Source: an optimization exercise on an open RTL-to-GDS flow (aim: small area). Production flows keep margins and buffers that such runs may drop.
In this exercise RTL edits were held to simulation tests only and were not proved equivalent to the original.
No activity file was given, so power comes from the tool's default toggle rates.

$ cat design/flow/design.v
module tally_timer #(
    parameter integer IDX = 0,       
    parameter integer NT  = 2        
) (
    input  wire          clk,
    input  wire          rst,
    input  wire          wr,
    input  wire [3:0]    woff,       
    input  wire [31:0]   wdata,
    input  wire [31:0]   wd0,        
    input  wire [31:0]   wd1,        
    input  wire [3:0]    roff,
    output reg  [31:0]   rdata,
    input  wire [7:0]    tb_evt,     
    input  wire [31:0]   car_evt,    
    input  wire          grid_evt,   
    input  wire [NT-1:0] zero_q,     
    output reg           out,
    output reg           zero_evt,   
    output reg           trig,       
    output wire          late_set,
    output wire          slip_set
);
    reg         en, mode;
    reg  [1:0]  tsrc_r;
    reg  [2:0]  tbsel;
    reg  [15:0] presc;
    reg  [31:0] rld;         
    reg  [31:0] rld_stg;     
    reg         pend;
    reg  [31:0] cmp [0:3];
    reg  [7:0]  act;
    reg  [1:0]  zact;
    reg  [7:0]  edg;
    reg  [2:0]  trigsel;
    reg         outinit;
    reg  [6:0]  syncsrc;     
    reg         once, once_done;
    reg  [32:0] c;           
    reg         dir;
    reg  [15:0] pc;          
    wire [1:0]  tsrc = (IDX == 0) ? {1'b0, tsrc_r[0]} : tsrc_r;
    wire wr_cfg  = wr && woff == 4'h0;
    wire wr_rld  = wr && woff == 4'h1;
    wire wr_act  = wr && woff == 4'h8;
    wire wr_sync = wr && woff == 4'h9;
    wire [3:0] wr_cmp;
    assign wr_cmp[0] = wr && woff == 4'h4;
    assign wr_cmp[1] = wr && woff == 4'h5;
    assign wr_cmp[2] = wr && woff == 4'h6;
    assign wr_cmp[3] = wr && woff == 4'h7;
    wire cfg_bad = (wdata[3:2] == 2'd3) ||
                   (IDX == 0 && wdata[3:2] == 2'd2) ||
                   (en && (wdata[1] != mode || wdata[3:2] != tsrc ||
                           wdata[6:4] != tbsel || wdata[31:16] != presc));
    wire cfg_ok  = wr_cfg && !cfg_bad;
    wire sync_ok = wr_sync && !wdata[7] && !(wdata[6] && wdata[5] && |wdata[4:1]) &&
                   wdata[7:0] != IDX + 1;
    wire        ld_cfg    = cfg_ok || rst;
    wire        ld_act    = wr_act || rst;
    wire        ld_sync   = sync_ok || rst;
    wire        mode_n    = ld_cfg ? wd0[1]     : mode;
    wire [1:0]  tsrc_n    = ld_cfg ? wd0[3:2]   : tsrc;
    wire [2:0]  tbsel_n   = ld_cfg ? wd0[6:4]   : tbsel;
    wire [15:0] presc_n   = ld_cfg ? wd0[31:16] : presc;
    wire [7:0]  act_n     = ld_act ? wd0[7:0]   : act;
    wire [1:0]  zact_n    = ld_act ? wd0[9:8]   : zact;
    wire [7:0]  edg_n     = ld_act ? wd0[17:10] : edg;
    wire [2:0]  trigsel_n = ld_act ? wd0[20:18] : trigsel;
    wire [6:0]  syncsrc_n = ld_sync ? wd0[6:0]  : syncsrc;
    wire        once_n    = ld_sync ? wd0[8]    : once;
    wire        once_done_pre = sync_ok ? 1'b0 : once_done;
    wire start   = cfg_ok && wdata[0] && !en;
    wire stop    = cfg_ok && !wdata[0];
    wire en_eff  = en && !stop;
    wire en_next = start || en_eff;
    reg src_ev;
    always @(*) begin
        case (tsrc)
            2'd0:    src_ev = 1'b1;
            2'd1:    src_ev = tb_evt[tbsel];
            2'd2:    src_ev = (IDX > 0) ? zero_q[(IDX > 0) ? IDX - 1 : 0] : 1'b0;
            default: src_ev = 1'b0;
        endcase
    end
    wire srcev = en_eff && src_ev;
    reg  [15:0] pc_inc;
    reg         pcc;
    integer q;
    always @(*) begin
        pcc = 1'b1;
        for (q = 0; q < 16; q = q + 1) begin
            pc_inc[q] = pc[q] ^ pcc;
            pcc = pcc & pc[q];
        end
    end
    wire pc_end = pc == presc;
    wire tick  = srcev && pc_end;
    reg sync_hit;
    always @(*) begin
        sync_hit = 1'b0;
        if (!syncsrc_n[6]) begin
            if (syncsrc_n[5:0] == 6'd1)      sync_hit = zero_q[0];
            else if (syncsrc_n[5:0] == 6'd2) sync_hit = zero_q[1];
        end else if (syncsrc_n[5:0] == 6'd33) begin
            sync_hit = grid_evt;
        end else if (syncsrc_n[5:0] != 6'd0) begin
            sync_hit = car_evt[syncsrc_n[4:0] - 5'd1];
        end
    end
    wire syncev = en_eff && sync_hit && !(once_n && once_done_pre);
    wire        c_is_r  = c[31:0] == rld;
    wire        wrap    = tick && (mode ? (dir && c[31:0] == 32'd1) : c_is_r);
    wire        turn    = tick && mode && !dir && c_is_r;
    wire        zero    = syncev || wrap;
    wire        c_nz    = c[31:0] != 32'd0;
    assign      slip_set = syncev && c_nz && !wrap;
    wire        reload  = (zero || start) && pend;
    wire        restart = zero || start;      
    wire [31:0] rld_n   = reload ? rld_stg : rld;
    wire        down    = dir || (mode && c_is_r);
    reg  [31:0] c_step;
    reg         stc;
    integer b;
    always @(*) begin
        stc = 1'b1;
        for (b = 0; b < 32; b = b + 1) begin
            c_step[b] = c[b] ^ stc;
            stc = stc & (c[b] ^ down);
        end
    end
    wire [31:0] cn      = restart ? 32'd0 : tick ? c_step : c[31:0];
    wire        dn      = restart ? 1'b0 : (dir || turn);
    wire        updn    = mode_n;
    wire [31:0] t2, t3;
    wire        cin2, pol2, frc2, frcv2, cin3, pol3, frc3, frcv3;
    wire [33:0] tup;
    reg         lth0_q, lth1_q, fl0_q, fl1_q, big0_q, big1_q;
    wire        lth0, lth1, fl0, fl1, big0, big1;
    wire        cn_lt_h = restart || (tick ? lth1_q : lth0_q);             
    wire        flag    = tick ? (turn ? |rld[31:2] : fl1_q) : fl0_q;      
    wire        big     = tick ? (!turn && big1_q) : big0_q;              
    tally_bounds u_bnd (
        .a({!en_next & c[32], cn}), .hsel(en_next), .rr(rld_n), .updn(updn), .dn(dn),
        .flag(flag), .cn_lt_h(cn_lt_h), .big(big),
        .t2(t2), .cin2(cin2), .pol2(pol2), .frc2(frc2), .frcv2(frcv2),
        .t3(t3), .cin3(cin3), .pol3(pol3), .frc3(frc3), .frcv3(frcv3),
        .lth0(lth0), .lth1(lth1), .fl0(fl0), .fl1(fl1), .big0(big0), .big1(big1), .tup(tup)
    );
    always @(posedge clk) begin
        lth0_q <= lth0; lth1_q <= lth1; fl0_q <= fl0; fl1_q <= fl1;
        big0_q <= big0; big1_q <= big1;
    end
    wire        conv    = cfg_ok && !start && (wdata[1] != mode) &&
                          (mode ? dir : fl0);
    reg  [31:0] cmp_n  [0:3];
    wire [3:0]  fu, fd, lt, inu, ind, d0u, d0d;
    reg  [3:0]  su_q, sd_q, zu_q, zd_q;
    wire        eqw = wdata == cn;
    wire        mv  = tick && !restart;
    always @(posedge clk) begin
        su_q <= inu; sd_q <= ind; zu_q <= d0u; zd_q <= d0d;
    end
    genvar g;
    generate
        for (g = 0; g < 4; g = g + 1) begin : g_pt
            always @(*) cmp_n[g] = (wr_cmp[g] || rst) ? wd1 : cmp[g];
            tally_point u_pt (
                .cc(cmp_n[g]), .cn(cn), .dn(dn), .updn(updn), .edg(edg_n[2*g +: 2]),
                .wrk(wr_cmp[g] || wr_act), .wc(wr_cmp[g]), .eqw(eqw), .rsz(restart), .mv(mv),
                .su(su_q[g]), .sd(sd_q[g]), .zu(zu_q[g]), .zd(zd_q[g]),
                .cn_lt_h(cn_lt_h), .flag(flag),
                .t2(t2), .cin2(cin2), .pol2(pol2), .frc2(frc2), .frcv2(frcv2),
                .t3(t3), .cin3(cin3), .pol3(pol3), .frc3(frc3), .frcv3(frcv3),
                .fu(fu[g]), .fd(fd[g]), .late(lt[g]),
                .in_u(inu[g]), .in_d(ind[g]), .d0_u(d0u[g]), .d0_d(d0d[g])
            );
        end
    endgenerate
    wire [3:0] fire = {4{en_next && (wr_act || restart || tick)}} & (fu | fd) |
                      {4{en_next}} & wr_cmp & (fu | fd);
    assign late_set = en_next && |lt;
    reg act_set, act_clr, act_tog;
    reg out_n;
    integer j;
    always @(*) begin
        act_set = 1'b0; act_clr = 1'b0; act_tog = 1'b0;
        if (zero) begin
            act_set = zact_n == 2'd1;
            act_clr = zact_n == 2'd2;
            act_tog = zact_n == 2'd3;
        end
        for (j = 0; j < 4; j = j + 1) begin
            if (fire[j]) begin
                if (act_n[2*j +: 2] == 2'd1) act_set = 1'b1;
                if (act_n[2*j +: 2] == 2'd2) act_clr = 1'b1;
                if (act_n[2*j +: 2] == 2'd3) act_tog = 1'b1;
            end
        end
        out_n = start ? outinit : out;
        if (act_clr)      out_n = 1'b0;
        else if (act_set) out_n = 1'b1;
        else if (act_tog) out_n = !out_n;
    end
    reg trig_n;
    always @(*) begin
        case (trigsel_n)
            3'd1:    trig_n = zero;
            3'd2:    trig_n = fire[0];
            3'd3:    trig_n = fire[1];
            3'd4:    trig_n = fire[2];
            3'd5:    trig_n = fire[3];
            default: trig_n = 1'b0;
        endcase
    end
    integer m;
    always @(posedge clk) begin
        if (rst) begin
            en <= 1'b0;
            rld <= 32'hFFFF_FFFF; pend <= 1'b0;
            once_done <= 1'b0;
            c <= 33'd0; dir <= 1'b0; pc <= 16'd0; out <= 1'b0; zero_evt <= 1'b0; trig <= 1'b0;
        end else begin
            en <= en_next;
            once_done <= once_done_pre || (syncev && once_n);
            rld <= rld_n;
            if (wr_rld) begin
                pend    <= 1'b1;
            end else if (reload) begin
                pend    <= 1'b0;
            end
            if (conv) begin
                c   <= tup[32:0];
                dir <= !mode;
            end else begin
                c   <= {(en_next ? 1'b0 : c[32]), cn};
                dir <= dn;
            end
            if (start || syncev)
                pc <= 16'd0;
            else if (srcev)
                pc <= pc_end ? 16'd0 : pc_inc;
            out      <= out_n;
            zero_evt <= zero;
            trig     <= trig_n;
        end
    end
    always @(posedge clk) begin
        mode <= mode_n; tsrc_r <= tsrc_n; tbsel <= tbsel_n; presc <= presc_n;
        act <= act_n; zact <= zact_n; edg <= edg_n; trigsel <= trigsel_n;
        if (ld_act) outinit <= wd0[21];
        syncsrc <= syncsrc_n; once <= once_n;
        for (m = 0; m < 4; m = m + 1)
            cmp[m] <= cmp_n[m];
        if (wr_rld || rst)
            rld_stg <= (wd1[31:1] == 31'd0) ? 32'd2 : wd1;
    end
    always @(*) begin
        case (roff)
            4'h0:    rdata = {presc, 9'd0, tbsel, tsrc, mode, en};
            4'h1:    rdata = pend ? rld_stg : rld;
            4'h2:    rdata = c[31:0];
            4'h3:    rdata = {28'd0, once_done, pend, out, dir};
            4'h4:    rdata = cmp[0];
            4'h5:    rdata = cmp[1];
            4'h6:    rdata = cmp[2];
            4'h7:    rdata = cmp[3];
            4'h8:    rdata = {10'd0, outinit, trigsel, edg, zact, act};
            4'h9:    rdata = {23'd0, once, 1'b0, syncsrc};
            default: rdata = 32'd0;
        endcase
    end
endmodule
module tally_bounds #(
    parameter integer W = 32
) (
    input  wire [W:0]   a,
    input  wire         hsel,
    input  wire [W-1:0] rr,
    input  wire         updn,
    input  wire         dn,
    input  wire         flag,       
    input  wire         cn_lt_h,    
    input  wire         big,        
    output reg  [W-1:0] t2,
    output reg          cin2, pol2, frc2, frcv2,
    output reg  [W-1:0] t3,
    output reg          cin3, pol3, frc3, frcv3,
    output wire         lth0,       
    output wire         lth1,       
    output wire         fl0,        
    output wire         fl1,        
    output wire         big0,       
    output wire         big1,       
    output wire [W+1:0] tup
);
    function automatic [W+1:0] add34(input [W+1:0] a, input [W+1:0] b, input cin);
        integer i;
        reg c;
        begin
            c = cin;
            for (i = 0; i < W+2; i = i + 1) begin
                add34[i] = a[i] ^ b[i] ^ c;
                c = (a[i] & b[i]) | (c & (a[i] ^ b[i]));
            end
        end
    endfunction
    wire [W+1:0] dlo  = add34({2'b0, a[W-1:0]}, ~{3'b0, rr[W-1:1]}, !(!updn & rr[0]));   
    assign lth0       = dlo[W+1];
    assign lth1       = dlo[W+1] && !(&dlo[W:0]);
    wire [W+1:0] esum = add34({1'b0, a}, {3'b0, rr[W-1:1] & {(W-1){hsel}}}, hsel & !updn);
    wire [W+1:0] ex   = add34(esum, ~{2'b0, rr}, 1'b0);                                
    assign fl0        = !ex[W+1];
    assign fl1        = !ex[W+1] && (|ex[W:0]);
    assign tup        = add34({2'b0, rr}, ~ex, 1'b0);                                  
    assign big0       = tup[W+1] | tup[W];
    assign big1       = big0 | (&tup[W-1:0]);
    always @(*) begin
        t2 = dlo[W-1:0]; cin2 = 1'b1; pol2 = 1'b0; frc2 = 1'b0; frcv2 = 1'b0;
        t3 = ~dlo[W-1:0]; cin3 = 1'b1; pol3 = 1'b1; frc3 = 1'b0; frcv3 = 1'b0;
        if (!updn) begin
            if (cn_lt_h) begin
                t2 = rr;          cin2 = 1'b1; pol2 = 1'b1;
                t3 = esum[W-1:0]; cin3 = 1'b1; pol3 = 1'b0;
            end else begin
                t2 = dlo[W-1:0];  cin2 = 1'b1; pol2 = 1'b0;
            end
        end else if (!dn) begin
            t2 = dlo[W-1:0];      cin2 = 1'b1; pol2 = 1'b0; frc2 = cn_lt_h; frcv2 = 1'b1;
            if (cn_lt_h) begin
                t3 = ~dlo[W-1:0]; cin3 = 1'b1; pol3 = 1'b1;
            end else begin
                t3 = rr;          cin3 = 1'b0; pol3 = 1'b0;
            end
        end else begin
            t2 = tup[W-1:0];      cin2 = 1'b1; pol2 = 1'b0; frc2 = big; frcv2 = 1'b0;
            if (flag) begin
                t3 = rr;          cin3 = 1'b1; pol3 = 1'b1;
            end else begin
                t3 = esum[W-1:0]; cin3 = 1'b0; pol3 = 1'b1;
            end
        end
    end
endmodule
module tally_point #(
    parameter integer W = 32
) (
    input  wire [W-1:0] cc,
    input  wire [W-1:0] cn,
    input  wire        dn,
    input  wire        updn,
    input  wire [1:0]  edg,
    input  wire        wrk,        
    input  wire        wc,         
    input  wire        eqw,        
    input  wire        rsz,        
    input  wire        mv,         
    input  wire        su, sd,     
    input  wire        zu, zd,     
    input  wire        cn_lt_h,
    input  wire        flag,
    input  wire [W-1:0] t2,
    input  wire        cin2, pol2, frc2, frcv2,
    input  wire [W-1:0] t3,
    input  wire        cin3, pol3, frc3, frcv3,
    output wire        fu,
    output wire        fd,
    output wire        late,
    output reg         in_u,
    output reg         in_d,
    output wire        d0_u,
    output wire        d0_d
);
    function automatic lt_chain(input [W-1:0] a, input [W-1:0] b, input cin);
        integer i;
        reg c;
        begin
            c = cin;
            for (i = 0; i < W; i = i + 1)
                c = (~a[i] & b[i]) | (~a[i] & c) | (b[i] & c);
            lt_chain = c;
        end
    endfunction
    wire k1r  = lt_chain(cc, cn, !dn);            
    wire k2r  = lt_chain(cc, t2, cin2);
    wire k3r  = lt_chain(cc, t3, cin3);
    wire k2   = frc2 ? frcv2 : (pol2 ? k2r : !k2r);
    wire k3   = frc3 ? frcv3 : (pol3 ? k3r : !k3r);
    wire zc   = cc == {W{1'b0}};
    always @(*) begin
        if (!updn) begin
            in_u = cn_lt_h ? (k1r || (k2 && k3)) : (k1r && k2);
            in_d = 1'b0;
        end else if (!dn) begin
            in_u = k1r && k2;
            in_d = cn_lt_h ? (!zc && k3) : (k3 && k1r);    
        end else begin
            in_u = flag && k2 && k3;
            in_d = !k1r && k3;
        end
    end
    wire top   = updn && !dn && !cn_lt_h && k3 && k1r;       
    assign d0_u = rsz ? zc : wc ? (!dn && eqw) : mv ? (in_u && !su) : zu;
    assign d0_d = rsz ? 1'b0 : wc ? (dn ? eqw : top) : mv ? (in_d && !sd) : zd;
    wire any   = !updn || zc || top;
    wire up_en = edg[0] || (any && edg[1]);
    assign fu   = up_en && (wrk ? in_u : d0_u);
    assign fd   = edg[1] && (wrk ? in_d : d0_d);
    assign late = wrk && ((fu && !d0_u) || (fd && !d0_d));
endmodule
module tally_block #(
    parameter integer NT = 2,
    parameter integer NP = 4
) (
    input  wire          clk,
    input  wire          rst,
    input  wire          we,
    input  wire          re,
    input  wire [11:0]   addr,
    input  wire [31:0]   wdata,
    output reg  [31:0]   rdata,
    input  wire [7:0]    tb_evt,
    input  wire [31:0]   car_evt,
    input  wire          grid_evt,
    output wire [NP-1:0] tal_pin,
    output wire [NP-1:0] tal_oe,
    output wire [NT-1:0] trig
);
    wire [NT-1:0] out, zero_q, late_set, slip_set;
    wire [31:0]   wd0 = wdata & {32{!rst}};
    wire [31:0]   wd1 = wdata | {32{rst}};
    wire [31:0]   t_rdata [0:NT-1];
    genvar t;
    generate
        for (t = 0; t < NT; t = t + 1) begin : g_tim
            tally_timer #(.IDX(t), .NT(NT)) u_tim (
                .clk      (clk),
                .rst      (rst),
                .wr       (we && addr[11:10] == 2'b00 && addr[9:6] == t),
                .woff     (addr[5:2]),
                .wdata    (wdata),
                .wd0      (wd0),
                .wd1      (wd1),
                .roff     (addr[5:2]),
                .rdata    (t_rdata[t]),
                .tb_evt   (tb_evt),
                .car_evt  (car_evt),
                .grid_evt (grid_evt),
                .zero_q   (zero_q),
                .out      (out[t]),
                .zero_evt (zero_q[t]),
                .trig     (trig[t]),
                .late_set (late_set[t]),
                .slip_set (slip_set[t])
            );
        end
    endgenerate
    reg       pin_sel [0:NP-1];
    reg       pin_inv [0:NP-1];
    reg       pin_oe  [0:NP-1];
    genvar p;
    generate
        for (p = 0; p < NP; p = p + 1) begin : g_pin
            assign tal_pin[p] = out[pin_sel[p]] ^ pin_inv[p];
            assign tal_oe[p]  = pin_oe[p];
        end
    endgenerate
    reg [NT-1:0] late, slip;
    wire wr_late = we && addr == 12'hF00;
    wire wr_slip = we && addr == 12'hF08;
    integer i;
    always @(posedge clk) begin
        if (rst) begin
            late <= {NT{1'b0}};
            slip <= {NT{1'b0}};
        end else begin
            late <= (late & ~(wr_late ? wdata[NT-1:0] : {NT{1'b0}})) | late_set;
            slip <= (slip & ~(wr_slip ? wdata[NT-1:0] : {NT{1'b0}})) | slip_set;
        end
    end
    always @(posedge clk) begin
        for (i = 0; i < NP; i = i + 1) begin
            if ((we && addr == 12'h800 + 4 * i) || rst) begin
                pin_sel[i] <= |wd0[5:0];
                pin_inv[i] <= wd0[6];
                pin_oe[i]  <= wd0[7];
            end
        end
    end
    reg [31:0] rd_n;
    always @(*) begin
        rd_n = 32'd0;
        if (addr[11:10] == 2'b00 && addr[9:6] < NT)
            rd_n = t_rdata[addr[9:6]];
        for (i = 0; i < NP; i = i + 1)
            if (addr == 12'h800 + 4 * i)
                rd_n = {24'd0, pin_oe[i], pin_inv[i], 5'd0, pin_sel[i]};
        if (addr == 12'hF00) rd_n = {{(32 - NT){1'b0}}, late};
        if (addr == 12'hF08) rd_n = {{(32 - NT){1'b0}}, slip};
    end
    always @(posedge clk) begin
        if (rst)
            rdata <= 32'd0;
        else if (re)
            rdata <= rd_n;
    end
endmodule
$ cat design/flow/flow/run.sh
#!/bin/bash
# Own layout flow: the standard flow (standard.sh) with four changes.
#  1. Synthesis: ORFS's synth.tcl with only its ABC script replaced by
#     flow/area.script (area-oriented mapping). The Yosys passes before ABC,
#     and so the register names and cells, are the standard synthesis's.
#  2. Global placement stays timing-driven, but does not keep the resizer's
#     buffering from its timing-driven iterations (GPL_KEEP_OVERFLOW=0).
#  3. CTS without dummy loads, with clkbuf_2 / clkbuf_4 and sink clusters of at
#     most 6 flip-flops within 80 um (CTS_ARGS). The tree
#     stays balanced; no register's clock is skewed on purpose.
#  4. Every input and output port still gets its own buffer, a buf_2 in place
#     of the delay buffer ORFS picks (BUFFER_PORTS_ARGS).
# Floorplan, power grid, tap cells, port buffers, repair and routing are the
# standard flow's. Tool output: own_flow_make.log and orfs/logs/.
set -euo pipefail
W=$PWD
# synthesis script: ORFS's synth.tcl with only the ABC script replaced
sed 's|log_cmd abc {\*}$abc_args|log_cmd abc {*}[lreplace $abc_args 1 1 $::env(MY_ABC_SCRIPT)]|' \
    "$FLOW_HOME/scripts/synth.tcl" > "$W/own_synth_core.tcl"
grep -q MY_ABC_SCRIPT "$W/own_synth_core.tcl"
sed "s|source \$::env(SCRIPTS_DIR)/synth.tcl|source $W/own_synth_core.tcl|" \
    "$W/synth_recipe.tcl" > "$W/own_synth.tcl"
grep -q own_synth_core "$W/own_synth.tcl"
sed "s|SYNTH_SCRIPT=[^ ]*|SYNTH_SCRIPT=$W/own_synth.tcl|" "$W/standard.sh" > "$W/own_standard.sh"
grep -q own_synth.tcl "$W/own_standard.sh"
export MY_ABC_SCRIPT="$W/flow/area.script"
export GPL_KEEP_OVERFLOW=0
export BUFFER_PORTS_ARGS="-buffer_cell sky130_fd_sc_hd__buf_2"
export CTS_ARGS="-sink_clustering_enable -repair_clock_nets -sink_clustering_size 5 -sink_clustering_max_diameter 70 -buf_list {sky130_fd_sc_hd__clkbuf_2 sky130_fd_sc_hd__clkbuf_4} -dont_use_dummy_load"
bash "$W/own_standard.sh" finish > "$W/own_flow_make.log" 2>&1
test -f "$W/out/final.def"
$ cat design/flow/flow/area.script
strash
ifraig
scorr
dc2
strash
&get -n
&st
&syn2
&dch
&nf -R 50
&put
$ cat design/flow/standard.sh
#!/bin/bash
# synth_recipe.tcl (not shown) runs the flow's synth.tcl, then flattens the netlist and writes it again
# the make line also repeats each setting of config.mk as NAME=value (left out here)
make -C /OpenROAD-flow-scripts/flow DESIGN_CONFIG=/design/flow/config.mk WORK_HOME=/design/flow/orfs CLKGATE_MAP_FILE= SYNTH_SCRIPT=/design/flow/synth_recipe.tcl "${@:-finish}"
$ cat design/flow/config.mk
export PLATFORM = sky130hd
export DESIGN_NAME = tally_block
export DESIGN_NICKNAME = tally_block
export VERILOG_FILES = /design/flow/design.v
export SDC_FILE = /design/flow/constraint.sdc
export NUM_CORES = 8
export LEC_CHECK = 0
export ABC_AREA = 1
export CAP_MARGIN = 25
export CORE_MARGIN = 2
export CORE_UTILIZATION = 40
export PLACE_DENSITY = 0.6
export SETUP_SLACK_MARGIN = 0.3
export SLEW_MARGIN = 20
$ cat design/flow/constraint.sdc
create_clock -name core_clock -period 25.0 [get_ports {clk}]
set_input_delay 5.0000 -clock core_clock [delete_from_list [all_inputs] [get_ports {clk}]]
set_output_delay 5.0000 -clock core_clock [all_outputs]
set_load 0.01 [all_outputs]
==> summary.md, run 1 <==
| Metric | Value |
|---|---|
| Inst Count DP | `~7800` |
| Area grow syn2layout | `16.5%` |
| Worst path slowest cell | `a222oi_1` |
| Final hold violation count | `0` |
| Chip width | `between 300 and 400 um` |
| Syn Nets | `around 6300` |
| Most frequent CP cell | `fa_1` |
| H-tree Lvls | `4` |
| Async SR Flop Fraction | `0%` |
| Met1 usage | `between 50% and 60%` |
| Most common cell after layout, fill and taps aside | `nor2_1` |
| Critical path launch point type | `primary input` |
| Initial Utilization | `40.4%` |
| Critical Path RT | `between 20000 and 30000 ps` |
| CTS sink cnt | `691` |
| # DRC | `0` |
| Crit share post-route | `around 100%` |
| Reg2reg start | `g_tim[0].u_tim.mode` |
| CP Capture Type | `flip-flop` |
| Drt wl/cell | `between 30 and 40 um` |
| Max-cap violations | `0` |
| Slew @ Worst Pin | `1290 ps` |
| Routability cong. | `1.05` |
| M2 GR Usage | `between 60% and 70%` |
| Share of cells above drive strength 1 | `14.0%` |
| DR vias | `~58000` |
| RSZ-0062 raised after global routing | `no` |
| Ports | `around 130` |
| CP Max Fanout | `8` |
| Crit path from | `wdata[2]` |
| Synthesized area per cell | `between 8 and 9 um^2` |
| Final Non-Filler Cells | `between 8000 and 9000` |
| Grt met3 use | `about a tenth` |
| Area of the multi-input gates | `around 0.035 mm^2` |
| # rows | `approximately 130` |
| Clock Latency Late Sink | `between 1000 and 1500 ps` |
| Commonest cells after routing, fill and taps aside | `nor2_1 (761), dfxtp_1 (570), a21oi_1 (500)` |
| Register Area | `0.0150 mm^2` |
| Synth warn | `19` |
| Vias per cell | `between 7 and 8` |
| Post-synth EDFFs | `~120` |
| Top_reg_cell synth | `dfxtp_1` |
| DR pass1 iterations | `9` |
| Vert. Die Dim | `approximately 360 um` |
| Vias in the first global route | `between 50000 and 60000` |
| Cell Area, Placed | `0.0551 mm^2` |
| CTS Root Cell | `clkbuf_4` |
| Pleak | `18.9 nW` |
| Outcome | `timing/DRC/antenna clean` |
| CTS buffer count | `between 150 and 200` |
| Post-synthesis sequential area ratio | `between 30% and 40%` |
| Cells after Synth | `between 5000 and 6000` |
| # setup viols final | `0` |
| GR Overflow Total | `0` |
| Total negative slack | `0 ps` |
| First-pass GRT wire length | `404 mm` |
| Global Route Usage Sum | `between 40% and 50%` |
| Arr. time, crit path | `25590 ps` |
| Clock buffer depth | `3` |
| # fillers | `~12000` |
| Largest net degree at the start of global routing | `roughly 110` |
| Antenna Violating Nets Remaining | `0` |
| # port buffers | `between 100 and 150` |
| Core area | `between 0.1 and 0.15 mm^2` |
| Hpwl dp | `about 220 mm` |
| Worst rel slew slack | `between 10% and 20%` |
| Min Tclk post-route | `roughly 25000 ps` |
| Clk slew on worst S/H paths | `roughly 80 ps` |
| Critical path class | `primary input to flip-flop` |
| Clk_skew | `~130 ps` |
| Fmax | `around 41 MHz` |
| Yosys cell types | `69` |
| PwrDens | `around 40 mW/mm^2` |
| CTS tree | `built` |
| 1st-iter DRT viols | `slightly above 9000` |
| GR peak layer | `met2` |
| Hold buffer count at CTS | `0` |
| Hold path start | `rdata[26]` |
| Final wirelength | `a little under 300 mm` |
| Min-Delay Path Class | `flip-flop to flip-flop` |
| Flop2flop setup slack | `about 3800 ps` |
| Die area | `between 0.1 and 0.15 mm^2` |
| Post-Syn Area | `about 0.05 mm^2` |
| Maximum VDD drop | `~0.000043 V` |
| Initial antenna violation count | `11` |
| CP max stage delay | `770 ps` |
| Synth Register Bits | `about 690` |
| Final Max Slew Viols | `0` |
| Final net count | `~6800` |
| Finished Cell Area | `just under 0.06 mm^2` |
==> flip-flops by register name (all words and copies together) (netlist names), 3 cells and up <==
| name | flops |
|---|---|
| g_tim.u_tim.act | 16 |
| g_tim.u_tim.zd_q | 8 |
| g_tim.u_tim.pc | 32 |
| g_tim.u_tim.edg | 16 |
| pin_inv | 4 |
| pin_sel | 4 |
| g_tim.u_tim.zact | 4 |
| g_tim.u_tim.tbsel | 6 |
| g_tim.u_tim.zu_q | 8 |
| pin_oe | 4 |
| g_tim.u_tim.sd_q | 8 |
| g_tim.u_tim.presc | 32 |
| g_tim.u_tim.su_q | 8 |
| g_tim.u_tim.c | 66 |
| g_tim.u_tim.syncsrc | 14 |
| rdata | 32 |
| g_tim.u_tim.rld | 64 |
| g_tim.u_tim.cmp | 256 |
| g_tim.u_tim.rld_stg | 64 |
| g_tim.u_tim.tsrc_r | 3 |
| g_tim.u_tim.trigsel | 6 |
==> cell usage after synthesis, types with 28 or more instances <==
| library cell | count | area share [%] |
|---|---|---|
| nor2b_1 | 35 | 0.44 |
| clkinv_1 | 339 | 2.5 |
| o22ai_1 | 273 | 3.4 |
| xnor2_1 | 123 | 2.2 |
| nor4_1 | 169 | 2.1 |
| dfxtp_1 | 572 | 23 |
| a32oi_1 | 28 | 0.49 |
| nand4_1 | 85 | 1.1 |
| nor3_1 | 96 | 0.96 |
| ha_1 | 44 | 1.1 |
| fa_1 | 248 | 9.9 |
| edfxtp_1 | 119 | 7.1 |
| nand2_1 | 411 | 3.1 |
| a211oi_1 | 111 | 1.7 |
| a222oi_1 | 33 | 0.66 |
| xor2_1 | 151 | 2.6 |
| or3_1 | 32 | 0.40 |
| nand3_1 | 111 | 1.1 |
| or2_0 | 48 | 0.60 |
| o21ai_0 | 324 | 3.2 |
| o221ai_1 | 180 | 3.2 |
| a22oi_1 | 275 | 4.1 |
| a21oi_1 | 523 | 5.2 |
| a221oi_1 | 255 | 4.5 |
| nand2b_1 | 100 | 1.3 |
| mux2i_1 | 136 | 2.7 |
| nor2_1 | 796 | 6.0 |
==> critical path, delay by kind of cell <==
| kind | cells | cell delay (ps) |
|---|---|---|
| muxes | 1 | 360 |
| adders and majority gates | 30 | 11990 |
| buffers and inverters | 6 | 940 |
| and+or+nand+nor | 13 | 2540 |
| xor gates and xnor gates | 3 | 700 |
| AOI/OAI and AO/OA | 15 | 4000 |
==> timing repair <==
item / in CTS / in global routing
buffers inserted: 44 / 51
pin swaps: 26 / 78
gates cloned: 4 / 0
endpoints found under the setup margin: 109 / 6
endpoints found under the hold margin: 0 / 0
gates resized for setup: 97 / 159
==> metal layers <==
layer | share of wire (%) | wire length (um) | vias up
met3 | 12 | 34400 | 933
met4 | 7.8 | 22800 | 10
met1 | 38 | 109000 | 28500
li1 | - | - | 24100
met5 | 0.042 | 121 | -
met2 | 43 | 124000 | 4473
==> area by class of cell <==
| class | instances | share of cell area (%) |
|---|---|---|
| diodes | 8 | 0.0344 |
| inverters | 339 | 2.25 |
| well taps | 1637 | 3.52 |
| multi-input cells | 4900 | 60.8 |
| clock buffers | 160 | 2.06 |
| repair buffers | 361 | 5.51 |
| flip-flops and latches | 691 | 25.8 |
==> kinds of logic (layout without fill, tap and decap cells) <==
logic type / after synthesis / in the layout / share of synthesized area (%)
buffers and inverters: 345 / 860 / 2.64
xor gates and xnor gates: 274 / 274 / 4.80
muxes: 164 / 164 / 3.44
DFF: 691 / 691 / 30.1
and+or+nand+nor: 1953 / 1957 / 18.0
adders and majority gates: 317 / 317 / 11.5
AOI/OAI and AO/OA: 2188 / 2188 / 29.5
other: 0 / 8 / 0
==> report_power, final <==
| group | switching, W | leakage [nW] | internal, W |
|---|---|---|---|
| sequential | 0.0000327 | 5.80 | 0.00115 |
| combinational | 0.000254 | 12.4 | 0.000101 |
| clock | 0.000491 | 0.736 | 0.000291 |
| total | 0.000777 | 18.9 | 0.00155 |
==> metrics by stage <==
stage / worst slack [ps] / power, W / hold WS [ps] / utilization (%)
2_1_floorplan: -1290 / 0.00135 / 446 / -
3_3_place_gp: -9890 / 0.00152 / 451 / 42.8
3_5_place_dp: -3650 / 0.00153 / 460 / 44.5
4_1_cts: 295 / 0.00229 / 469 / 46.1
5_1_grt: 204 / 0.00237 / 489 / 47.0
6_report: 466 / 0.00232 / 466 / 47.0
==> final timing paths <==
path	cells after the start	endpoint
hold / removal	2	rdata[26]
setup reg to reg	68	g_tim[0].u_tim.out
hold reg to reg	2	rdata[26]
setup / recovery	68	g_tim[0].u_tim.out
==> run 2: changes to the inputs <==
--- a/design/flow/design.v
+++ b/design/flow/design.v
@@ -50,9 +50,10 @@
     assign wr_cmp[2] = wr && woff == 4'h6;
     assign wr_cmp[3] = wr && woff == 4'h7;
-    wire cfg_bad = (wdata[3:2] == 2'd3) ||
-                   (IDX == 0 && wdata[3:2] == 2'd2) ||
+    wire src_bad = (wdata[3:2] == 2'd3) || (IDX == 0 && wdata[3:2] == 2'd2);
+    wire cfg_bad = src_bad ||
                    (en && (wdata[1] != mode || wdata[3:2] != tsrc ||
                            wdata[6:4] != tbsel || wdata[31:16] != presc));
     wire cfg_ok  = wr_cfg && !cfg_bad;
+    wire cfg_ok0 = wr_cfg && !src_bad;       
     wire sync_ok = wr_sync && !wdata[7] && !(wdata[6] && wdata[5] && |wdata[4:1]) &&
                    wdata[7:0] != IDX + 1;
@@ -71,5 +72,5 @@
     wire        once_n    = ld_sync ? wd0[8]    : once;
     wire        once_done_pre = sync_ok ? 1'b0 : once_done;
-    wire start   = cfg_ok && wdata[0] && !en;
+    wire start   = cfg_ok0 && wdata[0] && !en;
     wire stop    = cfg_ok && !wdata[0];
     wire en_eff  = en && !stop;
@@ -118,4 +119,10 @@
     wire        reload  = (zero || start) && pend;
     wire        restart = zero || start;      
+    wire        tick_f    = en && src_ev && pc_end;
+    wire        syncev_f  = en && sync_hit && !(once_n && once_done_pre);
+    wire        wrap_f    = tick_f && (mode ? (dir && c[31:0] == 32'd1) : c_is_r);
+    wire        turn_f    = tick_f && mode && !dir && c_is_r;
+    wire        restart_f = syncev_f || wrap_f || start;
+    wire [31:0] rld_nf    = (restart_f && pend) ? rld_stg : rld;
     wire [31:0] rld_n   = reload ? rld_stg : rld;
     wire        down    = dir || (mode && c_is_r);
@@ -130,7 +137,7 @@
         end
     end
-    wire [31:0] cn      = restart ? 32'd0 : tick ? c_step : c[31:0];
-    wire        dn      = restart ? 1'b0 : (dir || turn);
-    wire        updn    = mode_n;
+    wire [31:0] cn      = restart_f ? 32'd0 : tick_f ? c_step : c[31:0];
+    wire        dn      = restart_f ? 1'b0 : (dir || turn_f);
+    wire        updn    = en ? mode : ((cfg_ok0 && !rst) ? wdata[1] : mode);    
     wire [31:0] t2, t3;
     wire        cin2, pol2, frc2, frcv2, cin3, pol3, frc3, frcv3;
@@ -138,9 +145,10 @@
     reg         lth0_q, lth1_q, fl0_q, fl1_q, big0_q, big1_q;
     wire        lth0, lth1, fl0, fl1, big0, big1;
-    wire        cn_lt_h = restart || (tick ? lth1_q : lth0_q);             
-    wire        flag    = tick ? (turn ? |rld[31:2] : fl1_q) : fl0_q;      
-    wire        big     = tick ? (!turn && big1_q) : big0_q;              
+    wire        cn_lt_h = restart_f || (tick_f ? lth1_q : lth0_q);         
+    wire        flag    = tick_f ? (turn_f ? |rld[31:2] : fl1_q) : fl0_q;  
+    wire        big     = tick_f ? (!turn_f && big1_q) : big0_q;          
+    wire        hsel    = en || start;
     tally_bounds u_bnd (
-        .a({!en_next & c[32], cn}), .hsel(en_next), .rr(rld_n), .updn(updn), .dn(dn),
+        .a({!hsel & c[32], cn}), .hsel(hsel), .rr(rld_nf), .updn(updn), .dn(dn),
         .flag(flag), .cn_lt_h(cn_lt_h), .big(big),
         .t2(t2), .cin2(cin2), .pol2(pol2), .frc2(frc2), .frcv2(frcv2),
@@ -158,5 +166,5 @@
     reg  [3:0]  su_q, sd_q, zu_q, zd_q;
     wire        eqw = wdata == cn;
-    wire        mv  = tick && !restart;
+    wire        mv  = tick_f && !restart_f;
     always @(posedge clk) begin
         su_q <= inu; sd_q <= ind; zu_q <= d0u; zd_q <= d0d;
@@ -168,5 +176,5 @@
             tally_point u_pt (
                 .cc(cmp_n[g]), .cn(cn), .dn(dn), .updn(updn), .edg(edg_n[2*g +: 2]),
-                .wrk(wr_cmp[g] || wr_act), .wc(wr_cmp[g]), .eqw(eqw), .rsz(restart), .mv(mv),
+                .wrk(wr_cmp[g] || wr_act), .wc(wr_cmp[g]), .eqw(eqw), .rsz(restart_f), .mv(mv),
                 .su(su_q[g]), .sd(sd_q[g]), .zu(zu_q[g]), .zd(zd_q[g]),
                 .cn_lt_h(cn_lt_h), .flag(flag),
@@ -178,5 +186,5 @@
         end
     endgenerate
-    wire [3:0] fire = {4{en_next && (wr_act || restart || tick)}} & (fu | fd) |
+    wire [3:0] fire = {4{en_next && (wr_act || restart_f || tick_f)}} & (fu | fd) |
                       {4{en_next}} & wr_cmp & (fu | fd);
     assign late_set = en_next && |lt;
@@ -234,6 +242,6 @@
                 dir <= !mode;
             end else begin
-                c   <= {(en_next ? 1'b0 : c[32]), cn};
-                dir <= dn;
+                c   <= en_next ? {1'b0, cn} : c;
+                dir <= en_next ? dn : dir;
             end
             if (start || syncev)
==> design/flow/flow/run.sh (replaced) <==
#!/bin/bash
# Own layout flow: the standard flow, except that the synthesis maps the
# logic with an area-oriented ABC script (flow/area.script) in place of the
# one ORFS picks. Everything else (the Yosys passes before ABC, the register
# names, floorplan, power grid, placement, CTS and routing) is the standard flow.
set -euo pipefail
W=$PWD
# synthesis script: ORFS's synth.tcl with only the ABC script replaced
sed 's|log_cmd abc {\*}$abc_args|log_cmd abc {*}[lreplace $abc_args 1 1 $::env(MY_ABC_SCRIPT)]|' \
    "$FLOW_HOME/scripts/synth.tcl" > "$W/own_synth_core.tcl"
grep -q MY_ABC_SCRIPT "$W/own_synth_core.tcl"
sed "s|source \$::env(SCRIPTS_DIR)/synth.tcl|source $W/own_synth_core.tcl|" \
    "$W/synth_recipe.tcl" > "$W/own_synth.tcl"
grep -q own_synth_core "$W/own_synth.tcl"
sed "s|SYNTH_SCRIPT=[^ ]*|SYNTH_SCRIPT=$W/own_synth.tcl|" "$W/standard.sh" > "$W/own_standard.sh"
grep -q own_synth.tcl "$W/own_standard.sh"
export CTS_ARGS="-sink_clustering_enable -repair_clock_nets -buf_list {sky130_fd_sc_hd__clkbuf_4 sky130_fd_sc_hd__clkbuf_8} -dont_use_dummy_load"
export MY_ABC_SCRIPT="$W/flow/area.script"
bash "$W/own_standard.sh" finish > "$W/own_flow_make.log" 2>&1
test -f "$W/out/final.def"
==> design/flow/flow/area.script (replaced) <==
strash
ifraig
scorr
dc2
strash
&get -n
&st
&syn2
&dch
&nf -R 50
&put
buffer -c
topo
upsize -c
dnsize -c
--- a/design/flow/config.mk
+++ b/design/flow/config.mk
@@ -7,8 +7,10 @@
 export LEC_CHECK = 0
 export ABC_AREA = 1
-export CAP_MARGIN = 25
+export CAP_MARGIN = 20
 export CORE_MARGIN = 2
 export CORE_UTILIZATION = 40
+export CTS_BUF_LIST = sky130_fd_sc_hd__clkbuf_8
+export CTS_CLUSTER_DIAMETER = 80
+export CTS_CLUSTER_SIZE = 30
 export PLACE_DENSITY = 0.6
-export SETUP_SLACK_MARGIN = 0.3
 export SLEW_MARGIN = 20
==> run 2 against run 1 <==
Sequential power about the same. Critical path depth increased by 11. Synthesized area up 7.6%. Largest power group unchanged. Non-clock buffer count rose by 375. Synthesized cell count up 14%.
==> summary.md, run 2 <==
| Metric | Value |
|---|---|
| Outcome | `timing/DRC/antenna clean` |
| Critical path launch point type | `primary input` |
| # fillers | `about 13000` |
| Arr. time, crit path | `about 25000 ps` |
| First-pass GRT wire length | `around 410 mm` |
| Share of cells above drive strength 1 | `around 16%` |
| Cells after Synth | `6757` |
| Hold buffer count at CTS | `0` |
| DR pass1 iterations | `9` |
| Largest area contributor in the netlist | `dfxtp_1` |
| CP Max Fanout | `5` |
| Die area | `approximately 0.14 mm^2` |
| Largest regs | `g_tim.u_tim.cmp x256, g_tim.u_tim.c x66` |
| # DRC | `0` |
| GR Overflow Total | `0` |
| Drt wl/cell | `33.1 um` |
| Min Tclk post-route | `around 25000 ps` |
| Async SR Flop Fraction | `0%` |
| Slew @ Worst Pin | `between 1000 and 1500 ps` |
| CTS tree | `built` |
| Finished Cell Area | `~0.063 mm^2` |
| CP max stage delay | `550 ps` |
| Area grow syn2layout | `17.1%` |
| Clock buffer depth | `3` |
| Commonest cells after routing, fill and taps aside | `nand2_1 (723), nor2_1 (659), buf_4 (589)` |
| Vias in the first global route | `between 50000 and 60000` |
| Final wirelength | `296 mm` |
| Count leader, synth | `nand2_1` |
| Post-synth EDFFs | `approximately 120` |
| Initial Utilization | `slightly above 40%` |
| CTS sink cnt | `between 600 and 700` |
| Largest net degree at the start of global routing | `between 100 and 150` |
| PwrDens | `just over 40 mW/mm^2` |
| Top_reg_cell synth | `dfxtp_1` |
| Delay-heaviest family, CP | `adder cells` |
| Min-Delay Path Class | `flip-flop to flip-flop` |
| CP Capture Type | `flip-flop` |
| Synth Register Bits | `about 690` |
| RSZ-0062 raised after global routing | `yes` |
| Core area | `around 0.13 mm^2` |
| # port buffers | `between 100 and 150` |
| Ports | `approximately 130` |
| Final hold violation count | `0` |
| Synthesized area per cell | `approximately 8 um^2` |
| Crit share post-route | `between 90% and 100%` |
| CTS Root Cell | `clkbuf_8` |
| Top cells by area, synth | `dfxtp_1 (21%), fa_1 (9.2%), edfxtp_1 (6.8%)` |
| Final Max Slew Viols | `0` |
| Clock Latency Late Sink | `890 ps` |
| H-tree Lvls | `4` |
| Vias per cell | `between 6 and 7` |
| Post-Syn Area | `0.0538 mm^2` |
| Yosys cell types | `roughly 110` |
| 1st-iter DRT viols | `between 10000 and 15000` |
| Initial antenna violation count | `7` |
| Most frequent CP cell | `fa_2` |
| Worst path slowest cell | `or4_4` |
| Hpwl dp | `~220 mm` |
| Max FFs per register | `approximately 260` |
| Max-cap violations | `0` |
| Final net count | `roughly 7600` |
| Largest register by flop count | `g_tim.u_tim.cmp` |
| Clk_skew | `85.8 ps` |
| DR vias | `approximately 62000` |
| Antenna Violating Nets Remaining | `0` |
| Routability cong. | `between 1 and 1.5` |
| Pleak | `around 23 nW` |
| Vert. Die Dim | `between 300 and 400 um` |
| Maximum VDD drop | `between 0.00004 and 0.00005 V` |
| Post-synthesis sequential area ratio | `28.0%` |
| Worst rel slew slack | `roughly 20%` |
| Total negative slack | `0 ps` |
| Synth warn | `19` |
| Clk slew on worst S/H paths | `60 ps` |
| # setup viols final | `0` |
| Worst path buffer plus inverter count | `8` |
| Cell Area, Placed | `between 0.06 and 0.07 mm^2` |
| Syn Nets | `7138` |
| # rows | `between 100 and 150` |
| Critical path class | `primary input to flip-flop` |
| CTS buffer count | `133` |
| Critical Path RT | `between 20000 and 30000 ps` |
| Global Route Usage Sum | `between 40% and 50%` |
| Fmax | `about 40 MHz` |
| Most common cell after layout, fill and taps aside | `nand2_1` |
| Chip width | `371 um` |
| Area fraction of the dominant cell type after synthesis | `a little over a fifth` |
| Commonest cells post-synth | `nand2_1 (728), nor2_1 (670), dfxtp_1 (570)` |
run 2: layer usage:
layer	vias up	share of wire [%]	GRT usage, %
met2	4966	41	60.5
met5	-	0.0071	0
met3	997	13	10.1
met1	29900	38	54.8
met4	4	7.8	26.2
li1	25800	-	-
run 2: timing repair:
action / in CTS / in global routing
endpoints found under the hold margin: 0 / 0
cloned: 0 / 2
resized for setup: 74 / 119
endpoints found under the setup margin: 6 / 7
pin swaps: 31 / 78
buffers inserted: 12 / 17
run 2: worst paths after layout:
path	endpoint	slack, ps	startpoint	depth (start not counted)
setup reg to reg	g_tim[0].u_tim.out	4670	g_tim[0].u_tim.c[6]	68
setup / recovery	g_tim[1].u_tim.out	380	wdata[5]	79
hold / removal	rdata[13]	460	rdata[13]	2
hold reg to reg	rdata[13]	460	rdata[13]	2
run 2: area by class of cell:
cell class / count / area [um^2] / area share, %
antenna: 4 / 10.0 / 0.0159
clock buffer: 133 / 1830 / 2.90
inverter: 432 / 1620 / 2.58
multi-input combinational: 5177 / 36300 / 57.5
sequential: 691 / 15000 / 23.9
tap: 1768 / 2210 / 3.51
timing repair buffer: 736 / 6030 / 9.57
run 2: where the power goes:
group | internal (W) | switching, W
clock network | 0.000467 | 0.000501
registers | 0.00117 | 0.0000343
logic | 0.000131 | 0.000281
total | 0.00176 | 0.000816
run 2: metrics by stage:
stage / hold WS, ps / util, % / setup slack, ps / std cells / total power, W
after detailed placement: 460 / 45.1 / -1610 / 8771 / 0.00160
final: 464 / 47.2 / 384 / 8941 / 0.00258
after global placement: 450 / 45.1 / -1410 / 8771 / 0.00160
after floorplan: 432 / - / -6.63 / 6757 / 0.00141
after global routing: 478 / 47.2 / -149 / 8941 / 0.00263
after CTS: 467 / 46.8 / 33.2 / 8916 / 0.00255
run 2: cell families after synthesis:
group	after synthesis	share of synthesized area, %
buf+inv	889	6.41
mux	171	3.43
simple gates	2098	17.8
flops	691	28.0
fa+ha+maj	335	11.1
compound gates	2301	28.9
xor+xnor	272	4.45
run 2: worst reg2reg max path, delay by kind of cell (launching register included):
family,cells,cell delay [ps]
AOI/OAI and AO/OA,12,2000
xor gates and xnor gates,1,170
adders and majority gates,34,12880
buffers and inverters,4,470
DFF,1,480
muxes,1,340
and+or+nand+nor,16,3960

[port drivers added, routing unchanged]
The results above use ideal ports. As a check the final layouts listed here were re-extracted and re-timed, cells and wires unchanged. Step 1, drivers: a clkbuf_16 drives clk and a buf_2 each remaining input, both assumed. Step 2 also shifts input and output timing later by t, the mid clock arrival at the registers, as if the neighbouring blocks saw the same clock. Three values: ideal, step 1, step 2; two values: the first two.
run	t (ns)	setup WS [ns]	latest minus earliest clock arrival (ns)	slew at the worst register clock pin (ns)
run 1	1.270	0.466 / 0.472 / -0.797	0.129 / 0.129	0.10 / 0.10
run 2	0.925	0.384 / 0.420 / -0.506	0.086 / 0.087	0.07 / 0.07
Met with ideal ports but missed after step 2: setup timing in run 1 and run 2. For run 1, which loses most, drivers alone change the setup slack by +0.006 ns; drivers and shift together by -1.263 ns.
